From an optimization exercise on the open Yosys and OpenROAD flow, aimed at small area, a short achievable clock period and few clock cycles per item; shortcuts taken in it are not production practice.
In this exercise RTL edits were held to simulation tests only and were not proved equivalent to the original.
Power and IR drop assume default switching activity.

## run 4
Design press_f0_dec, start of the top module:
module press_f0_dec (
    input  wire        clk,
    input  wire        rst,
    input  wire        in_valid,
    output wire        in_ready,
    input  wire [31:0] in_data,
    input  wire        in_last,
    input  wire [31:0] in_base,
    input  wire [31:0] in_first_run,
    input  wire [13:0] in_nw,
    output wire        out_valid,
    input  wire        out_ready,
    output wire [31:0] out_data,
    output wire        out_last
);
Settings: LEC_CHECK=0, ABC_AREA=1, CAP_MARGIN=20, CORE_MARGIN=2, CORE_UTILIZATION=65, PLACE_DENSITY=0.75, SLEW_MARGIN=20; clock period 22.0 ns.
run.sh (not shown) runs the stock make flow with config.mk's settings and CLKGATE_MAP_FILE= SYNTH_SCRIPT=/design/flow/synth_recipe.tcl, a recipe that flattens the netlist after the stock synthesis.
Testbench counts of run 4, summed over its fixed seeds: cycles 381,304, items 152,338.
The following lists how run 3 was set up differently from run 4:
--- a/flow/design.v
+++ b/flow/design.v
@@ -214,15 +214,15 @@
     wire        zrun  = z1 && !esc;
     wire        ztwo  = z2 && ksame1 && (mleft != 6'd1) && (n_g != 5'd31);
     wire [3:0]  zn    = ztwo ? 4'd2 : 4'd1;
     wire [5:0]  zbits = ztwo ? {k_g[4:0], 1'b0} + 6'd2 : {1'b0, k_g} + 6'd1;
     wire [5:0]  zhi   = {1'b0, npos} + {2'd0, zn};
     wire        zhalf = ({1'b0, n_g} + {2'd0, zn} == 6'd32);
-    wire [31:0] kmask1 = ~(32'hFFFF_FFFE << k);
-    wire        mzero  = esc ? (win[5:0] == 6'd0) : ((rw & kmask1) == 32'd0);
-    wire [31:0] raw    = win[32:1];
+    wire [6:0]  kmask1 = ~(7'h7E << k);
+    wire        mzero  = esc ? (win[5:0] == 6'd0) : ((rw[6:0] & kmask1) == 7'd0);
+    wire [31:0] raw    = rw;
     wire        lit    = has_flag && flag;             
     wire        escnow = !esc && !lit && start_esc && (md != MD_BODY) && !(md == MD_GAP && zrun);
     wire [4:0]  o      = ptr[4:0];
     wire [6:0]  b_esc  = {2'd0, o} + {6'd0, has_flag};
     wire [6:0]  b_rc   = b_esc + {2'd0, k} + 7'd1;
     wire [6:0]  o_rc   = (start_esc ? b_esc : b_rc) + {2'd0, q1};
@@ -288,13 +288,13 @@
                 if (mleft == 6'd1) begin
                     emit   = 1'b1;
                     emit_p = 1'b1;
                 end
             end
             MD_BODY: begin
-                hx     = win[31:0];
+                hx     = rw;
                 emit   = 1'b1;
                 body_n = body - 3'd1;
                 if (body == 3'd1)
                     md_n = MD_HEAD;
             end
             MD_HEAD: begin
## What came out
Between run 3 and run 4, the final worst hold slack does not differ in any meaningful way.
The master of the slowest instance on the critical path comes out clkdlybuf4s50_1 in one run and dfxtp_1 in the other, namely in run 3 and run 4 respectively.
Comparing run 3 and run 4, non-clock buffer count is higher on run 3.
Total power: run 3 below run 4
Of run 3 and run 4, it is run 3 that has the higher TritonCTS buffer count.
Compared with run 4, in run 3 die outline height went down by about 0.5%; worst reg2reg path depth +18%; first-pass detailed-route iteration total has increased; clock buffer count in the final layout has decreased; fraction of the cycle the final worst path needs moved down.
On post-synthesis instance area, run 3 does better than run 4.
Changes observed in run 3 relative to run 4: final critical-path required period went down by 0.35 ns, synthesis-to-layout area growth went up by 0.52 points, footprint of the multi-input gates went down by about 1%, cell area reported after detailed placement went down by 300 µm².
Testbench counts of run 3, summed over its fixed seeds: cycles 381,304, items 152,338.

---

JK:
Another version of the RTL of press_f0_dec (not shown whole).
Size in the first run: roughly 5200 cells after synthesis, roughly 440 flip-flops, about 150 I/O pins, roughly 36000 µm² of cells after synthesis.
Settings: LEC_CHECK=0, ABC_AREA=1, CAP_MARGIN=20, CORE_MARGIN=2, CORE_UTILIZATION=65, PLACE_DENSITY=0.75, SLEW_MARGIN=20; clock period 22.0 ns.
Testbench counts of JK, summed over its fixed seeds: cycles 381,304, items 152,338.
### JK -> MS
-- flow/design.v --
<<< JK, line 23
    reg [6:0]  ptr;
    reg [6:0]  ptr_x;           
    reg [1:0]  wp;
    reg [2:0]  vc;
>>> MS, line 23
    reg [6:0]  ptr;
    reg [6:0]  ptr_x;           
    reg [3:0]  rw_a, rw_x;      
    reg [1:0]  wp;
    reg [2:0]  vc;
<<< JK, line 138
    end
    wire [6:0]  ptr_b = ~ptr_x;
    reg  [31:0] wa_lo, wa_hi, wb_lo, wb_hi;
    always @(*) begin
        case (ptr[6:5])
            2'd0: begin wa_lo = w0; wa_hi = w1; end
            2'd1: begin wa_lo = w1; wa_hi = w2; end
            2'd2: begin wa_lo = w2; wa_hi = w3; end
            default: begin wa_lo = w3; wa_hi = w0; end
        endcase
        case (ptr_b[6:5])
            2'd0: begin wb_lo = w0; wb_hi = w1; end
            2'd1: begin wb_lo = w1; wb_hi = w2; end
            2'd2: begin wb_lo = w2; wb_hi = w3; end
            default: begin wb_lo = w3; wb_hi = w0; end
        endcase
    end
    wire [63:0] s5 = {wb_hi, wb_lo[31:16], wa_lo[15:0]};
    reg  [47:0] s4;
>>> MS, line 139
    end
    wire [6:0]  ptr_b = ~ptr_x;
    wire [3:0]  rw_b = ~rw_x;
    wire [31:0] wa_lo = ({32{rw_a[0]}} & w0) | ({32{rw_a[1]}} & w1)
                      | ({32{rw_a[2]}} & w2) | ({32{rw_a[3]}} & w3);
    wire [31:0] wb_lo = ({32{rw_b[0]}} & w0) | ({32{rw_b[1]}} & w1)
                      | ({32{rw_b[2]}} & w2) | ({32{rw_b[3]}} & w3);
    wire [31:0] wb_hi = ({32{rw_b[0]}} & w1) | ({32{rw_b[1]}} & w2)
                      | ({32{rw_b[2]}} & w3) | ({32{rw_b[3]}} & w0);
    wire [63:0] s5 = {wb_hi, wb_lo[31:16], wa_lo[15:0]};
    reg  [47:0] s4;
<<< JK, line 243
                       : lit ? ((md == MD_HEAD) ? {2'd0, o} + 7'd33 : {2'd0, o} + 7'd1)
                       : o_rc;
    reg         emit;        
    reg         emit_p;      
>>> MS, line 236
                       : lit ? ((md == MD_HEAD) ? {2'd0, o} + 7'd33 : {2'd0, o} + 7'd1)
                       : o_rc;
    wire [6:0]  o_l1   = {2'd0, o} + 7'd1;
    wire [6:0]  o_l33  = {2'd0, o} + 7'd33;
    wire [6:0]  need1  = 7'd32 - b_rc;
    wire [31:0] ones_x = {7'd0, ones};
    wire        rc_pop = (b_rc >= 7'd32) || ones_x[need1[4:0]];
    wire [1:0]  opops  = (md == MD_GAP && zrun) ? (ztwo ? oz2[6:5] : oz1[6:5])
                       : (esc || md == MD_BODY) ? 2'd1
                       : lit ? ((md == MD_HEAD) ? o_l33[6:5] : o_l1[6:5])
                       : start_esc ? b_esc[6:5] + {1'b0, (b_esc[4:0] >= 5'd8)}
                       : {1'b0, rc_pop};
    reg         emit;        
    reg         emit_p;      
<<< JK, line 336
        end
    end
    wire [1:0] pops = run ? opos[6:5] : 2'd0;
    wire       hf_n = !escnow && (md_n == MD_VAL || md_n == MD_HEAD);
    wire [2:0] vc_t  = vc + {2'd0, take_in};
>>> MS, line 339
        end
    end
    wire [1:0] pops = run ? opops : 2'd0;
    wire       hf_n = !escnow && (md_n == MD_VAL || md_n == MD_HEAD);
    wire [2:0] vc_t  = vc + {2'd0, take_in};
<<< JK, line 342
    wire [1:0] rp1   = ptr[6:5] + 2'd1;
    wire [1:0] rp2   = ptr[6:5] + 2'd2;
    wire [6:0] ptr_n = {(opos[6:5] == 2'd0) ? ptr[6:5] : (opos[6:5] == 2'd1) ? rp1 : rp2, opos[4:0]};
    wire       pset = run && md == MD_GAP && (zrun || !escnow);
    wire       fin  = run && emit && (left_e == 14'd1);    
>>> MS, line 345
    wire [1:0] rp1   = ptr[6:5] + 2'd1;
    wire [1:0] rp2   = ptr[6:5] + 2'd2;
    wire [6:0] ptr_n = {(opops == 2'd0) ? ptr[6:5] : (opops == 2'd1) ? rp1 : rp2, opos[4:0]};
    wire [3:0] rw_n  = (opops == 2'd0) ? rw_a
                     : (opops == 2'd1) ? {rw_a[2:0], rw_a[3]} : {rw_a[1:0], rw_a[3:2]};
    wire       pset = run && md == MD_GAP && (zrun || !escnow);
    wire       fin  = run && emit && (left_e == 14'd1);    
<<< JK, line 449
            ptr      <= 7'd0;
            ptr_x    <= 7'h7F;
            wp       <= 2'd0;
            got_last <= 1'b0;
>>> MS, line 454
            ptr      <= 7'd0;
            ptr_x    <= 7'h7F;
            rw_a     <= 4'b0001;
            rw_x     <= 4'b1110;
            wp       <= 2'd0;
            got_last <= 1'b0;
<<< JK, line 458
                ptr      <= 7'd0;
                ptr_x    <= 7'h7F;
                wp       <= 2'd0;
                got_last <= 1'b0;
>>> MS, line 465
                ptr      <= 7'd0;
                ptr_x    <= 7'h7F;
                rw_a     <= 4'b0001;
                rw_x     <= 4'b1110;
                wp       <= 2'd0;
                got_last <= 1'b0;
<<< JK, line 466
                    ptr   <= ptr_n;
                    ptr_x <= ~ptr_n;
                end
                if (take_in) begin
>>> MS, line 475
                    ptr   <= ptr_n;
                    ptr_x <= ~ptr_n;
                    rw_a  <= rw_n;
                    rw_x  <= ~rw_n;
                end
                if (take_in) begin
Findings:
- Compared with JK, MS shows clock buffer count in the final layout higher by 2.
- Diff JK -> MS: filler cell count in the final layout up 3.6%, multi-input logic portion of the cell area up 0.21 points, number of global-route vias before repair down about 0.8%, met3 wirelength from detailed routing down 14%, cell area up 1.5%.
- Against JK, MS reports a die boundary width that is higher.
- Cell count ends up lower on JK.
- Sort MS and JK by layout cell share with drive strength beyond 1, ascending, and JK comes first.
- In the flow results for MS and JK, the endpoint required time on the critical path is larger on JK.
- JK has a lower number of rows created at floorplan than MS.
- Per-cell routed wire length (lower): MS
- MS vs JK, sum of routed wire segments on met1 went down by 390 µm.
Testbench counts of MS, summed over its fixed seeds: cycles 381,304, items 152,338.

---

== 02-09 ==
press_f0_dec, a different RTL version from the one above (not shown whole).
Size: ~5300 cells after synthesis, ~150 I/O pins.
// press_f0_dec
module press_f0_dec (
    input  wire        clk,
    input  wire        rst,
    input  wire        in_valid,
    output wire        in_ready,
    input  wire [31:0] in_data,
    input  wire        in_last,
    input  wire [31:0] in_base,
    input  wire [31:0] in_first_run,
    input  wire [13:0] in_nw,
    output wire        out_valid,
    input  wire        out_ready,
    output wire [31:0] out_data,
    output wire        out_last
);
    localparam [31:0] NO_RUN = 32'hC000_0000;
    localparam [2:0] MD_VAL  = 3'd0,    
                     MD_GAP  = 3'd1,    
                     MD_BODY = 3'd2,    
                     MD_HEAD = 3'd3,    
                     MD_L    = 3'd4;    
    reg [31:0] w0, w1, w2;
    reg [6:0]  ptr;
    reg [6:0]  ptr_x;           
    reg [1:0]  wp;
    reg [2:0]  vc;
    reg        got_last;        
    reg        idle;            
    reg [2:0]  md;
    reg        esc;             
    reg        hf_a, hf_x;      
    reg [31:0] p, q;
    reg [4:0]  plo;             
    reg [5:0]  phi;
    reg        pv;
    reg [19:0] ps;
    reg [9:0]  nrem;            
    reg [2:0]  body;
    reg [13:0] left;            
    reg [5:0]  mleft;           
    reg [4:0]  npos;            
    reg [10:0] a_m;  reg [4:0] n_m;
    reg [9:0]  a_g;  reg [4:0] n_g;
    reg [25:0] a_s;  reg [4:0] n_s;
    reg [14:0] a_l;  reg [4:0] n_l;
    reg [5:0]  pu;              
    reg        pm, pg;          
    reg        ph;              
    reg        hs;
    reg [9:0]  zl;              
    reg        pl, hl;
    reg        o_valid;
    reg        o_last;
    reg        o_selp;          
    reg [31:0] h;
    reg  [31:0] pbit;
    integer pb;
    always @(*)
        for (pb = 0; pb < 32; pb = pb + 1)
            pbit[pb] = pv && (pb >= plo) && (pb < phi);
    wire [31:0] p_cur = p ^ pbit;
    wire [31:0] q_cur = q | pbit;
    assign out_valid = o_valid;
    assign out_data  = o_selp ? p_cur : h;
    assign out_last  = o_last;
    wire hold_p  = o_valid && o_selp;
    wire load    = idle && !hold_p;
    assign in_ready = !got_last && (vc != 3'd3) && !(idle && hold_p);
    wire take_in = in_valid && in_ready;
    function [4:0] kof_small;
        input [10:0] a;
        input [4:0]  n;
        input [4:0]  kmax;
        integer i;
        reg hi, lo, done;
        reg [4:0] aw;
        begin
            kof_small = kmax;
  ...
export LEC_CHECK = 0
export ABC_AREA = 1
export CAP_MARGIN = 20
export CORE_MARGIN = 2
export CORE_UTILIZATION = 65
export PLACE_DENSITY = 0.75
export SLEW_MARGIN = 20
create_clock -name core_clock -period 22.0 [get_ports {clk}]
Testbench counts of 02-09, summed over its fixed seeds: cycles 361,143, items 152,338.
Inputs modified between 02-09 and 02-03:
--- a/flow/design.v
+++ b/flow/design.v
@@ -38,22 +38,23 @@
     reg [2:0]  body;
     reg [13:0] left;            
     reg [5:0]  mleft;           
     reg [4:0]  npos;            
     reg [10:0] a_m;  reg [4:0] n_m;
     reg [9:0]  a_g;  reg [4:0] n_g;
     reg [25:0] a_s;  reg [4:0] n_s;
     reg [14:0] a_l;  reg [4:0] n_l;
     reg [5:0]  pu;              
     reg        pm, pg;          
     reg        ph;              
+    reg [20:0] zs;              
     reg        hs;
     reg [9:0]  zl;              
     reg        pl, hl;
     reg        o_valid;
     reg        o_last;
     reg        o_selp;          
     reg [31:0] h;
     reg  [31:0] pbit;
     integer pb;
     always @(*)
         for (pb = 0; pb < 32; pb = pb + 1)
@@ -186,23 +187,22 @@
         end
         q1[4] = q1[4] | ones[24];
         q1[3] = q1[3] | ones[24];
     end
     wire start_esc = ones[24];
     wire [31:0] v    = rw >> q1 >> 1;
     wire [20:0] low  = v[20:0] & ~(21'h1F_FFFF << k);
     wire [20:0] u_rc = ({16'd0, q1} << k) | low;
     wire [20:0] u    = esc ? win[20:0] : u_rc;
     wire have = (vc[1] || got_last) && !idle;
     wire run  = have && !(o_valid && !out_ready);
-    wire [20:0] zs     = h[20:0];
     wire [19:0] ps_new = ps + (zs[20:1] ^ {20{zs[0]}});    
     wire [4:0]  gidx   = npos + u[4:0];
     wire        ksame1 = (kof_small({1'b0, ag_eff}, n_g + 5'd1, 5'd5) == k_g);
     wire        ksame2 = (kof_small({1'b0, ag_eff}, n_g + 5'd2, 5'd5) == k_g);
     reg         z1, z2, z3;
     always @(*) begin
         case (k_g[2:0])
             3'd0:    begin z1 = !rw[0];          z2 = (rw[1:0]  == 2'd0);  z3 = (rw[2:0]  == 3'd0);  end
             3'd1:    begin z1 = (rw[1:0] == 0);  z2 = (rw[3:0]  == 4'd0);  z3 = (rw[5:0]  == 6'd0);  end
             3'd2:    begin z1 = (rw[2:0] == 0);  z2 = (rw[5:0]  == 6'd0);  z3 = (rw[8:0]  == 9'd0);  end
             3'd3:    begin z1 = (rw[3:0] == 0);  z2 = (rw[7:0]  == 8'd0);  z3 = (rw[11:0] == 12'd0); end
@@ -316,23 +316,22 @@
                 if (lit) begin
                     emit = 1'b1;
                     if (raw[31:30] == 2'b00) begin
                         nrem_n = raw[29:20];
                         md_n   = MD_VAL;
                     end else if (raw[31:30] == 2'b10) begin
                         body_n = 3'd5;
                         md_n   = MD_BODY;
                     end
                 end else if (!escnow) begin
                     upd_s = 1'b1;
-                    hx    = {11'd0, u};
                     md_n  = MD_L;
                 end
             end
             default: if (!escnow) begin        
                 upd_l  = 1'b1;
                 hx     = {2'b00, u[9:0], ps_new};
                 emit   = 1'b1;
                 nrem_n = u[9:0];
                 md_n   = MD_VAL;
             end
         endcase
@@ -401,41 +400,43 @@
             hf_x  <= !hf_n;
             p     <= p_n;
             q     <= q_n;
             nrem  <= nrem_n;
             body  <= body_n;
             mleft <= mleft_n;
             npos  <= npos_n;
             if (emit) begin
                 left   <= left - 14'd1;
                 o_selp <= emit_p;
                 o_last <= (left == 14'd1);
+                if (!emit_p)
+                    h <= hx;
             end
-            h <= hx;
             if (upd_m || upd_g) begin
                 pu <= u[5:0];
                 pm <= upd_m;
                 pg <= upd_g;
                 ph <= upd_m ? (n_m == 5'd31) : (n_g == 5'd31);
             end
             if (upd_m)
                 n_m <= (n_m == 5'd31) ? 5'd16 : n_m + 5'd1;
             if (upd_g)
                 n_g <= (n_g == 5'd31) ? 5'd16 : n_g + 5'd1;
             if (md == MD_GAP && zrun) begin
                 pu  <= 6'd0;
                 pg  <= 1'b1;
                 ph  <= zhalf;
                 n_g <= zhalf ? 5'd16 : zthr ? ng3 : ztwo ? ng2 : ng1;
             end
             if (upd_s) begin
+                zs  <= u;
                 hs  <= (n_s == 5'd31);
                 n_s <= (n_s == 5'd31) ? 5'd16 : n_s + 5'd1;
             end
             if (md == MD_HEAD && lit && raw[31:30] == 2'b00)
                 ps <= raw[19:0];
             if (upd_l) begin
                 ps  <= ps_new;
                 a_s <= hs ? (a_s + {5'd0, zs}) >> 1 : a_s + {5'd0, zs};
                 zl  <= u[9:0];
                 hl  <= (n_l == 5'd31);
                 pl  <= 1'b1;
02-03 reports a lower clock tree buffer count of the final layout than 02-09 does.
Any difference in xor and xnor fraction of the mapped netlist area between 02-03 and 02-09 is small enough to ignore.
Looking at 02-09 and 02-03, the count of nets after finishing is a wash.
Non-filler instance count after layout delta (02-03 -> 02-09): insignificant
[02-03] mean instance size in the synthesized netlist rose about 2% relative to 02-09
Looking at 02-09 and 02-03, the global-route usage is a wash.
Summary: with 02-09 as the reference, global-route wire length before repair in 02-03 moved up by a few percent.
Comparing 02-09 and 02-03, the higher clock tree skew after final layout was measured on 02-09.
02-03: minimum clock period 0.26 ns below 02-09
Changes observed in 02-03 relative to 02-09: buffers plus inverters on the worst setup path picked up an extra 1; normalized max-slew margin now sits lower.
Testbench counts of 02-03, summed over its fixed seeds: cycles 361,143, items 152,338.

-- what the ideal ports hide --
Ports are ideal in the flow. The routed layouts listed here were re-timed in OpenROAD.
Step 1 (the two cells are an assumption about what drives the block):
set clk [get_ports {clk}]
set_driving_cell -lib_cell sky130_fd_sc_hd__clkbuf_16 $clk
set_driving_cell -lib_cell sky130_fd_sc_hd__buf_2 [delete_from_list [all_inputs] $clk]
Step 2 also shifts input and output timing later by t, the mid clock arrival at the registers, as if the neighbouring blocks saw the same clock.
Slacks: ideal / step 1 / step 2; pairs: ideal / step 1.
| run | shift t [ns] | slack for setup (ns) | slew at the worst register clock pin (ns) |
|---|---|---|---|
| run 4 | 0.659 | 13.729 / 13.685 / 13.729 | 0.08 / 0.08 |
| run 3 | 0.690 | 14.084 / 14.014 / 14.103 | 0.07 / 0.07 |
| JK | 0.673 | 13.159 / 13.159 / 13.159 | 0.07 / 0.07 |
| MS | 0.674 | 13.643 / 13.677 / 13.002 | 0.07 / 0.07 |
| 02-09 | 0.685 | 13.535 / 13.535 / 13.535 | 0.07 / 0.07 |
| 02-03 | 0.681 | 13.795 / 13.795 / 13.795 | 0.07 / 0.07 |
After both steps every run listed still meets setup and hold. For MS, which loses most, drivers alone change the setup slack by +0.034 ns; drivers and shift together by -0.641 ns.
